This design comes from an exercise in tuning for small area and a short achievable clock period on the open sky130 flow, not from production work.
Only simulation tests tie the RTL to the original design; equivalence was not proved.

==> job 9539: inputs <==
// ck_crc_bank
module ck_crc_bank (
    input  wire        clk,
    input  wire        rst_n,      
    input  wire        req,        
    input  wire        we,         
    input  wire [7:0]  addr,       
    input  wire [31:0] wdata,
    input  wire [3:0]  wstrb,      
    output wire        rvalid,     
    output wire [31:0] rdata
);
    reg [2:0]  cfg_poly [0:7];
    reg        cfg_finv [0:7];
    reg        cfg_refl [0:7];
    reg [31:0] val      [0:7];
    reg        s_rd;                   
    reg        s_rv, s_rc;             
    reg        s_inv0, s_inv1, s_inv2;  
    reg        s_wcfg, s_wval;         
    reg        s_f32, s_f16, s_f8, s_seed;
    reg [7:0]  s_u;                    
    reg [31:0] s_w;                    
    reg [31:0] s_cv;                   
    reg [2:0]  s_cp;                   
    reg        s_cf, s_cr;
    reg        s_n32, s_n16, s_n8;
    reg        s_r16, s_r32;
    reg        s_w8, s_w16;
    reg        s_fany;
    wire [2:0] unit = addr[7:5];
    wire [2:0] rsel = addr[4:2];
    wire wr = req && we && (wstrb == 4'hF);
    wire rd = req && !we;
    integer k;
  ...
Settings: LEC_CHECK=0, CAP_MARGIN=20, CORE_MARGIN=2, CORE_UTILIZATION=40, CTS_BUF_LIST=sky130_fd_sc_hd__clkbuf_8, CTS_CLUSTER_SIZE=25, SLEW_MARGIN=20; clock period 30.0 ns.
standard.sh (not shown) runs the stock make flow with config.mk's settings and CLKGATE_MAP_FILE= SYNTH_SCRIPT=/design/flow/synth_recipe.tcl, a recipe that flattens the netlist after the stock synthesis.
==> flow/flow/run.sh <==
#!/bin/bash
# Layout: the standard flow (standard synthesis included), run with the
# extra ORFS make variables listed in flow/make_args.txt: a setup margin for
# the resizer so that it sizes the netlist for a shorter achieved period, and
# the port buffer cell. Clock, constraints and scripts are unchanged.
set -euo pipefail
mapfile -t ARGS < <(grep -v '^#' flow/make_args.txt | grep -v '^$')
bash standard.sh "${ARGS[@]}" finish > flow_make.log 2>&1
==> flow/flow/make_args.txt <==
SETUP_SLACK_MARGIN=22
MATCH_CELL_FOOTPRINT=0
BUFFER_PORTS_ARGS=-buffer_cell sky130_fd_sc_hd__buf_2
==> job 8056: changes against job 9539 <==
--- a/flow/design.v
+++ b/flow/design.v
@@ -10,12 +10,13 @@
     output wire [31:0] rdata
 );
     reg [2:0]  cfg_poly [0:7];
     reg        cfg_finv [0:7];
     reg        cfg_refl [0:7];
     reg [31:0] val      [0:7];
+    reg        s_rst;                  
     reg        s_rd;                   
     reg        s_rv, s_rc;             
     reg        s_inv0, s_inv1, s_inv2;  
     reg        s_wcfg, s_wval;         
     reg        s_f32, s_f16, s_f8, s_seed;
     reg [7:0]  s_u;                    
@@ -31,23 +32,25 @@
     wire [2:0] rsel = addr[4:2];
     wire wr = req && we && (wstrb == 4'hF);
     wire rd = req && !we;
     integer k;
     wire        any_w = s_wcfg | s_wval | s_f32 | s_f16 | s_f8;
     wire [31:0] nval;                  
+    wire [31:0] vbus = nval | {32{s_rst}};
+    wire [4:0]  cbus = s_rst ? 5'b000_11 : s_w[4:0];
     wire [7:0]  dec   = 8'b1 << unit;
-    wire [7:0]  vstal = s_u & {8{any_w}};
-    wire [7:0]  cstal = s_u & {8{s_wcfg}};
+    wire [7:0]  vstal = (s_u & {8{any_w}}) | {8{s_rst}};
+    wire [7:0]  cstal = (s_u & {8{s_wcfg}}) | {8{s_rst}};
     reg  [31:0] a_v;
     reg  [2:0]  a_p;
     reg         a_f, a_r;
     always @* begin
-        a_v = (|(dec & vstal)) ? nval : 32'h0;
-        a_p = (|(dec & cstal)) ? s_w[4:2] : 3'b0;
-        a_f = (|(dec & cstal)) && s_w[1];
-        a_r = (|(dec & cstal)) && s_w[0];
+        a_v = (|(dec & vstal)) ? vbus : 32'h0;
+        a_p = (|(dec & cstal)) ? cbus[4:2] : 3'b0;
+        a_f = (|(dec & cstal)) && cbus[1];
+        a_r = (|(dec & cstal)) && cbus[0];
         for (k = 0; k < 8; k = k + 1) begin
             if (dec[k] && !vstal[k])
                 a_v = a_v | val[k];
             if (dec[k] && !cstal[k]) begin
                 a_p = a_p | cfg_poly[k];
                 a_f = a_f | cfg_finv[k];
@@ -56,12 +59,13 @@
         end
     end
     wire a_w8  = a_p[2];
     wire a_w16 = a_p[1] & a_p[0];
     wire a_inv = rd && rsel == 3'd2 && a_f;
     always @(posedge clk) begin
+        s_rst <= !rst_n;
         s_u  <= dec;
         s_w  <= wdata;
         s_cv <= a_v;
         s_cp <= a_p;
         s_cf <= a_f;
         s_cr <= a_r;
@@ -198,19 +202,17 @@
     wire [31:0] fold = ({{16{s_r32}}, {8{s_r16}}, {8{s_cr}}} & rr) | ({32{s_n32}} & r)
                      | ({32{s_n16}} & {16'b0, r[31:16]}) | ({32{s_n8}} & {24'b0, r[31:24]});
     wire [31:0] vmask_new = (s_w[4:2] == 3'b100) ? 32'h0000_00FF :
                             (s_w[4:2] == 3'b011) ? 32'h0000_FFFF : 32'hFFFF_FFFF;
     assign nval = ({32{s_wcfg}} & cv & vmask_new) | ({32{s_wval}} & s_w & cmask)
                 | ({32{s_fany}} & fold);
-    wire [31:0] vbus = nval | {32{!rst_n}};
-    wire [4:0]  cbus = rst_n ? s_w[4:0] : 5'b000_11;
     always @(posedge clk) begin
         for (k = 0; k < 8; k = k + 1) begin
-            if (!rst_n || (any_w && s_u[k]))
+            if (s_rst || (any_w && s_u[k]))
                 val[k] <= vbus;
-            if (!rst_n || (s_wcfg && s_u[k])) begin
+            if (s_rst || (s_wcfg && s_u[k])) begin
                 cfg_poly[k] <= cbus[4:2];
                 cfg_finv[k] <= cbus[1];
                 cfg_refl[k] <= cbus[0];
             end
         end
     end
==> flow/flow/make_args.txt (replaced) <==
SETUP_SLACK_MARGIN=22.4
MATCH_CELL_FOOTPRINT=0
BUFFER_PORTS_ARGS=-buffer_cell sky130_fd_sc_hd__buf_2
CTS_CLUSTER_SIZE = 35   (was 25)
==> impl_metrics.xml <==
<?xml version="1.0" encoding="UTF-8"?>
<metrics>
  <group name="logic_synthesis">
    <metric name="synth_cells" unit="">2560</metric>
  </group>
  <group name="floorplanning">
    <metric name="die-area" unit="sq mm">0.0690</metric>
    <metric name="die-width" unit="um">263</metric>
    <metric name="fp-row-count" unit="">94</metric>
  </group>
  <group name="finish">
    <metric name="count_of_inverters_other_than_clock_inverters_in_the_layout" unit="">25</metric>
    <metric name="sequential_cell_total" unit="">393</metric>
  </group>
  <group name="timing">
    <metric name="post-route-worst-setup-slack" unit="ns">22.34</metric>
  </group>
  <group name="worst_setup_path">
    <metric name="critical_path.reg2reg.endpoint" unit="">val[3][0]</metric>
  </group>
  <group name="outcome">
    <metric name="run_status" unit="">timing/DRC/antenna clean</metric>
  </group>
  <group name="place">
    <metric name="dpl_worst_slack" unit="ns">21.83</metric>
  </group>
</metrics>
(the above is from job 8056)
==> impl_metrics.xml <==
<?xml version="1.0" encoding="UTF-8"?>
<metrics>
  <group name="worst_setup_path">
    <metric name="critical_path.reg2reg.endpoint" unit="">val[2][5]</metric>
  </group>
  <group name="timing">
    <metric name="post-route-worst-setup-slack" unit="ns">22.12</metric>
  </group>
  <group name="logic_synthesis">
    <metric name="synth_cells" unit="">2539</metric>
  </group>
  <group name="floorplanning">
    <metric name="die-area" unit="sq mm">0.0696</metric>
    <metric name="fp-row-count" unit="">95</metric>
    <metric name="die-width" unit="um">264</metric>
  </group>
  <group name="finish">
    <metric name="sequential_cell_total" unit="">392</metric>
    <metric name="count_of_inverters_other_than_clock_inverters_in_the_layout" unit="">29</metric>
  </group>
  <group name="outcome">
    <metric name="run_status" unit="">timing/DRC/antenna clean</metric>
  </group>
  <group name="job">
    <metric name="drv_cap" unit="">0</metric>
  </group>
  <group name="place">
    <metric name="dpl_worst_slack" unit="ns">21.51</metric>
  </group>
</metrics>
(the above is from job 9539)

========
==> run H: inputs <==
ck_crc_bank again, from the RTL that the note above started with.
clock: 30.0 ns
lec_check: 0
cap_margin: 20
core_margin: 2
core_utilization: 40
slew_margin: 20
==> flow/flow/make_args.txt <==
SETUP_SLACK_MARGIN=22.4
MATCH_CELL_FOOTPRINT=0
BUFFER_PORTS_ARGS=-buffer_cell sky130_fd_sc_hd__buf_2
Scripts as last shown in full above: flow/flow/run.sh
==> run C: changes against run H <==
--- a/flow/design.v
+++ b/flow/design.v
@@ -11,106 +11,65 @@
 );
     reg [2:0]  cfg_poly [0:7];
     reg        cfg_finv [0:7];
     reg        cfg_refl [0:7];
     reg [31:0] val      [0:7];
-    reg        s_rd;                   
-    reg        s_rv, s_rc;             
-    reg        s_inv0, s_inv1, s_inv2;  
-    reg        s_wcfg, s_wval;         
+    reg        s_rd;               
+    reg        s_rcfg, s_rval, s_rres;
+    reg        s_wcfg, s_wval;     
     reg        s_f32, s_f16, s_f8, s_seed;
-    reg [7:0]  s_u;                    
-    reg [31:0] s_w;                    
-    reg [31:0] s_cv;                   
-    reg [2:0]  s_cp;                   
-    reg        s_cf, s_cr;
-    reg        s_n32, s_n16, s_n8;
-    reg        s_r16, s_r32;
-    reg        s_w8, s_w16;
-    reg        s_fany;
-    wire [2:0] unit = addr[7:5];
+    reg [7:0]  s_u;                
+    reg [31:0] s_w;
     wire [2:0] rsel = addr[4:2];
     wire wr = req && we && (wstrb == 4'hF);
     wire rd = req && !we;
-    integer k;
-    wire        any_w = s_wcfg | s_wval | s_f32 | s_f16 | s_f8;
-    wire [31:0] nval;                  
-    wire [7:0]  dec   = 8'b1 << unit;
-    wire [7:0]  vstal = s_u & {8{any_w}};
-    wire [7:0]  cstal = s_u & {8{s_wcfg}};
-    reg  [31:0] a_v;
-    reg  [2:0]  a_p;
-    reg         a_f, a_r;
-    always @* begin
-        a_v = (|(dec & vstal)) ? nval : 32'h0;
-        a_p = (|(dec & cstal)) ? s_w[4:2] : 3'b0;
-        a_f = (|(dec & cstal)) && s_w[1];
-        a_r = (|(dec & cstal)) && s_w[0];
-        for (k = 0; k < 8; k = k + 1) begin
-            if (dec[k] && !vstal[k])
-                a_v = a_v | val[k];
-            if (dec[k] && !cstal[k]) begin
-                a_p = a_p | cfg_poly[k];
-                a_f = a_f | cfg_finv[k];
-                a_r = a_r | cfg_refl[k];
-            end
-        end
-    end
-    wire a_w8  = a_p[2];
-    wire a_w16 = a_p[1] & a_p[0];
-    wire a_inv = rd && rsel == 3'd2 && a_f;
     always @(posedge clk) begin
-        s_u  <= dec;
-        s_w  <= wdata;
-        s_cv <= a_v;
-        s_cp <= a_p;
-        s_cf <= a_f;
-        s_cr <= a_r;
-        s_n32 <= !a_r && !a_w8 && !a_w16;
-        s_n16 <= !a_r && a_w16;
-        s_n8  <= !a_r && a_w8;
-        s_r16 <= a_r && !a_w8;
-        s_r32 <= a_r && !a_w8 && !a_w16;
-        s_w8  <= a_w8;
-        s_w16 <= a_w16;
+        s_u <= 8'b1 << addr[7:5];
+        s_w <= wdata;
         if (!rst_n) begin
-            s_rd <= 1'b0; s_rv <= 1'b0; s_rc <= 1'b0;
-            s_inv0 <= 1'b0; s_inv1 <= 1'b0; s_inv2 <= 1'b0;
+            s_rd <= 1'b0; s_rcfg <= 1'b0; s_rval <= 1'b0; s_rres <= 1'b0;
             s_wcfg <= 1'b0; s_wval <= 1'b0;
-            s_f32 <= 1'b0; s_f16 <= 1'b0; s_f8 <= 1'b0; s_seed <= 1'b0; s_fany <= 1'b0;
+            s_f32 <= 1'b0; s_f16 <= 1'b0; s_f8 <= 1'b0; s_seed <= 1'b0;
         end else begin
             s_rd   <= rd;
-            s_rv   <= rd && (rsel == 3'd1 || rsel == 3'd2);
-            s_rc   <= rd && rsel == 3'd0;
-            s_inv0 <= a_inv;
-            s_inv1 <= a_inv && !a_w8;
-            s_inv2 <= a_inv && !a_w8 && !a_w16;
+            s_rcfg <= rd && rsel == 3'd0;
+            s_rval <= rd && rsel == 3'd1;
+            s_rres <= rd && rsel == 3'd2;
             s_wcfg <= wr && rsel == 3'd0 && wdata[4:2] <= 3'b100;
             s_wval <= wr && rsel == 3'd1;
             s_f32  <= wr && (rsel == 3'd3 || rsel == 3'd4);
             s_f16  <= wr && rsel == 3'd5;
             s_f8   <= wr && rsel == 3'd6;
-            s_fany <= wr && (rsel == 3'd3 || rsel == 3'd4 || rsel == 3'd5 || rsel == 3'd6);
             s_seed <= rsel == 3'd3;
         end
     end
+    reg [31:0] cv;
+    reg [2:0]  cp;
+    reg        cf, cr;
+    integer k;
+    always @* begin
+        cv = 32'h0; cp = 3'b0; cf = 1'b0; cr = 1'b0;
+        for (k = 0; k < 8; k = k + 1) begin
+            cv = cv | (val[k] & {32{s_u[k]}});
+            cp = cp | (cfg_poly[k] & {3{s_u[k]}});
+            cf = cf | (cfg_finv[k] & s_u[k]);
+            cr = cr | (cfg_refl[k] & s_u[k]);
+        end
+    end
+    wire w8  = cp[2];
+    wire w16 = cp[1] & cp[0];
+    wire w32 = !w8 && !w16;
+    wire [31:0] cmask = w8 ? 32'h0000_00FF : (w16 ? 32'h0000_FFFF : 32'hFFFF_FFFF);
     assign rvalid = s_rd;
-    assign rdata  = ({32{s_rv}} & (s_cv ^ {{16{s_inv2}}, {8{s_inv1}}, {8{s_inv0}}}))
-                  | ({32{s_rc}} & {27'b0, s_cp, s_cf, s_cr});
+    assign rdata  = ({32{s_rcfg}} & {27'b0, cp, cf, cr})
+                  | ({32{s_rval | s_rres}} & (cv ^ ({32{s_rres & cf}} & cmask)));
     function [31:0] rev32;
         input [31:0] x;
         integer i;
         for (i = 0; i < 32; i = i + 1) rev32[i] = x[31-i];
     endfunction
-    wire [31:0] cv = s_cv;
-    wire [2:0]  cp = s_cp;
-    wire        cr = s_cr;
-    wire w8  = s_w8;
-    wire w16 = s_w16;
-    wire [31:0] cmask = w8 ? 32'h0000_00FF : (w16 ? 32'h0000_FFFF : 32'hFFFF_FFFF);
-    wire [31:0] cin = ({32{s_cr}} & rev32(cv)) | ({32{s_n32}} & cv)
-                    | ({32{s_n16}} & {cv[15:0], 16'b0}) | ({32{s_n8}} & {cv[7:0], 24'b0});
+    wire [31:0] cin = cr ? rev32(cv) : (w8 ? {cv[7:0], 24'b0} : (w16 ? {cv[15:0], 16'b0} : cv));
     wire [31:0] w_bs  = {s_w[7:0], s_w[15:8], s_w[23:16], s_w[31:24]};
     wire [31:0] dord  = s_seed ? s_w : w_bs;
     wire [31:0] drev  = rev32({dord[7:0], dord[15:8], dord[23:16], dord[31:24]});
     wire [31:0] dfull = cr ? drev : dord;
     wire [31:0] dmask = s_f8 ? 32'hFF00_0000 : (s_f16 ? 32'hFFFF_0000 : 32'hFFFF_FFFF);
@@ -193,16 +152,16 @@
     assign r[28] = lower[28] ^ (ps15 & (u[13])) ^ (ps38 & (u[20])) ^ (ps17 & (u[6] ^ u[25])) ^ (ps18 & (u[12] ^ u[21] ^ u[26])) ^ (ps32 & (u[16] ^ u[29])) ^ (ps19 & (u[23])) ^ (ps39 & (u[7] ^ u[15])) ^ (ps20 & (u[0] ^ u[4] ^ u[31])) ^ (ps21 & (u[8])) ^ (ps33 & (u[1] ^ u[14] ^ u[17] ^ u[19])) ^ (ps25 & (u[9] ^ u[10])) ^ (ps34 & (u[3])) ^ (ps35 & (u[2])) ^ (ps26 & (u[30])) ^ (ps27 & (u[5] ^ u[27])) ^ (ps28 & (u[18])) ^ (ps42 & (u[28])) ^ (u[22] ^ u[24]);
     assign r[29] = lower[29] ^ (ps14 & (u[15])) ^ (ps43 & (u[10] ^ u[11])) ^ (ps15 & (u[14])) ^ (ps38 & (u[26])) ^ (ps16 & (u[13])) ^ (ps17 & (u[31])) ^ (ps18 & (u[3])) ^ (ps39 & (u[16] ^ u[17])) ^ (ps20 & (u[1])) ^ (ps21 & (u[23] ^ u[25])) ^ (ps33 & (u[18])) ^ (ps25 & (u[0] ^ u[12])) ^ (ps34 & (u[2] ^ u[4] ^ u[20])) ^ (ps41 & (u[7] ^ u[21])) ^ (ps35 & (u[6] ^ u[22] ^ u[28])) ^ (ps27 & (u[27])) ^ (ps28 & (u[19] ^ u[30])) ^ (ps30 & (u[8])) ^ (ps36 & (u[5] ^ u[24])) ^ (ps42 & (u[29])) ^ (u[9]);
     assign r[30] = lower[30] ^ (ps14 & (u[16])) ^ (ps43 & (u[0] ^ u[11])) ^ (ps15 & (u[15])) ^ (ps38 & (u[27])) ^ (ps16 & (u[14])) ^ (ps18 & (u[4])) ^ (ps32 & (u[17])) ^ (ps19 & (u[2])) ^ (ps39 & (u[18])) ^ (ps23 & (u[24] ^ u[26])) ^ (ps24 & (u[13])) ^ (ps33 & (u[3] ^ u[19])) ^ (ps25 & (u[1])) ^ (ps34 & (u[5] ^ u[21])) ^ (ps41 & (u[8])) ^ (ps35 & (u[28] ^ u[29])) ^ (ps26 & (u[22])) ^ (ps27 & (u[7] ^ u[23])) ^ (ps28 & (u[9] ^ u[31])) ^ (ps29 & (u[6] ^ u[25])) ^ (ps30 & (u[20])) ^ (ps42 & (u[30])) ^ (u[10]);
     assign r[31] = lower[31] ^ (ps14 & (u[17])) ^ (ps43 & (u[1] ^ u[12])) ^ (ps15 & (u[16])) ^ (ps38 & (u[28])) ^ (ps16 & (u[15])) ^ (ps18 & (u[5])) ^ (ps32 & (u[18])) ^ (ps19 & (u[3])) ^ (ps39 & (u[19])) ^ (ps23 & (u[25] ^ u[27])) ^ (ps24 & (u[14])) ^ (ps33 & (u[4] ^ u[20])) ^ (ps25 & (u[2])) ^ (ps34 & (u[6] ^ u[22])) ^ (ps41 & (u[9])) ^ (ps35 & (u[29] ^ u[30])) ^ (ps26 & (u[23])) ^ (ps27 & (u[8] ^ u[24])) ^ (ps28 & (u[10])) ^ (ps29 & (u[7] ^ u[26])) ^ (ps30 & (u[21])) ^ (ps42 & (u[31])) ^ (u[11]);
     wire [31:0] rr = rev32(r);
-    wire [31:0] fold = ({{16{s_r32}}, {8{s_r16}}, {8{s_cr}}} & rr) | ({32{s_n32}} & r)
-                     | ({32{s_n16}} & {16'b0, r[31:16]}) | ({32{s_n8}} & {24'b0, r[31:24]});
+    wire [31:0] fold = cr ? (rr & cmask) : (w8 ? {24'b0, r[31:24]} : (w16 ? {16'b0, r[31:16]} : r));
     wire [31:0] vmask_new = (s_w[4:2] == 3'b100) ? 32'h0000_00FF :
                             (s_w[4:2] == 3'b011) ? 32'h0000_FFFF : 32'hFFFF_FFFF;
-    assign nval = ({32{s_wcfg}} & cv & vmask_new) | ({32{s_wval}} & s_w & cmask)
-                | ({32{s_fany}} & fold);
+    wire [31:0] nval = s_wcfg ? (cv & vmask_new) :
+                       s_wval ? (s_w & cmask) : fold;
+    wire        any_w = s_wcfg | s_wval | s_f32 | s_f16 | s_f8;
     wire [31:0] vbus = nval | {32{!rst_n}};
     wire [4:0]  cbus = rst_n ? s_w[4:0] : 5'b000_11;
     always @(posedge clk) begin
         for (k = 0; k < 8; k = k + 1) begin
             if (!rst_n || (any_w && s_u[k]))
==> flow/run.sh (new file) <==
#!/bin/bash
# synth_recipe.tcl (not shown) runs the flow's synth.tcl, then flattens the netlist and writes it again
# the make line also repeats each setting of config.mk as NAME=value (left out here)
make -C /OpenROAD-flow-scripts/flow DESIGN_CONFIG=/design/flow/config.mk WORK_HOME=/design/flow/orfs CLKGATE_MAP_FILE= SYNTH_SCRIPT=/design/flow/synth_recipe.tcl finish
Settings changed: CORE_UTILIZATION 40 to 25, SETUP_SLACK_MARGIN from default to 3.
removed: flow/flow/run.sh
removed: flow/flow/make_args.txt
removed: flow/standard.sh
==> reports/qor.yml <==
post_cts_resized: 0
status: "timing/DRC/antenna clean"
numPlacedInstances: 3996
drtPass1Iterations: 6
grt_antenna_before_repair: 3
slowest_stage: "clkdlybuf4s50_1"
-- figures above: run C

==> reports/qor.yml <==
slowest_stage: "nand2_2"
numPlacedInstances: 3374
status: "timing/DRC/antenna clean"
worstPathCellList: "buf_2 > buf_4 > nand2_2"
numCtsBuffers: 38
drtPass1Iterations: 13
clkbuf_count: 49
post_cts_resized: 24
grt_antenna_before_repair: 1
-- figures above: run H

## re-timing with driven ports
In the flow no input, the clock included, has a driving cell. The finished layouts below were timed again as built, in two steps.
Step 1 assumes that a clkbuf_16 drives the clock port and a buf_2 every other input.
Step 2 adds t to the input delays and takes it off the output delays; t is the mean of the earliest and latest rising clock arrival at the registers after step 1. Input paths then give back, and output paths get back, about the clock's delay inside the block.
a / b / c = no drivers / after step 1 / after step 2; a / b = the first two.
run	t (ns)	setup slack, ns	worst data-port slew with drivers (ns)	cell pins on the clock port's net
job 9539	0.687	22.117 / 22.068 / 21.459	0.06	1
job 8056	0.662	22.343 / 22.291 / 21.804	0.03	1
run H	0.585	22.394 / 22.373 / 21.837	0.05	1
run C	0.615	20.088 / 20.026 / 20.640	0.08	1
After both steps setup and hold are still met in every run listed. The setup slack of job 9539, which loses most, moves by -0.049 ns with the drivers and by -0.658 ns with both steps.
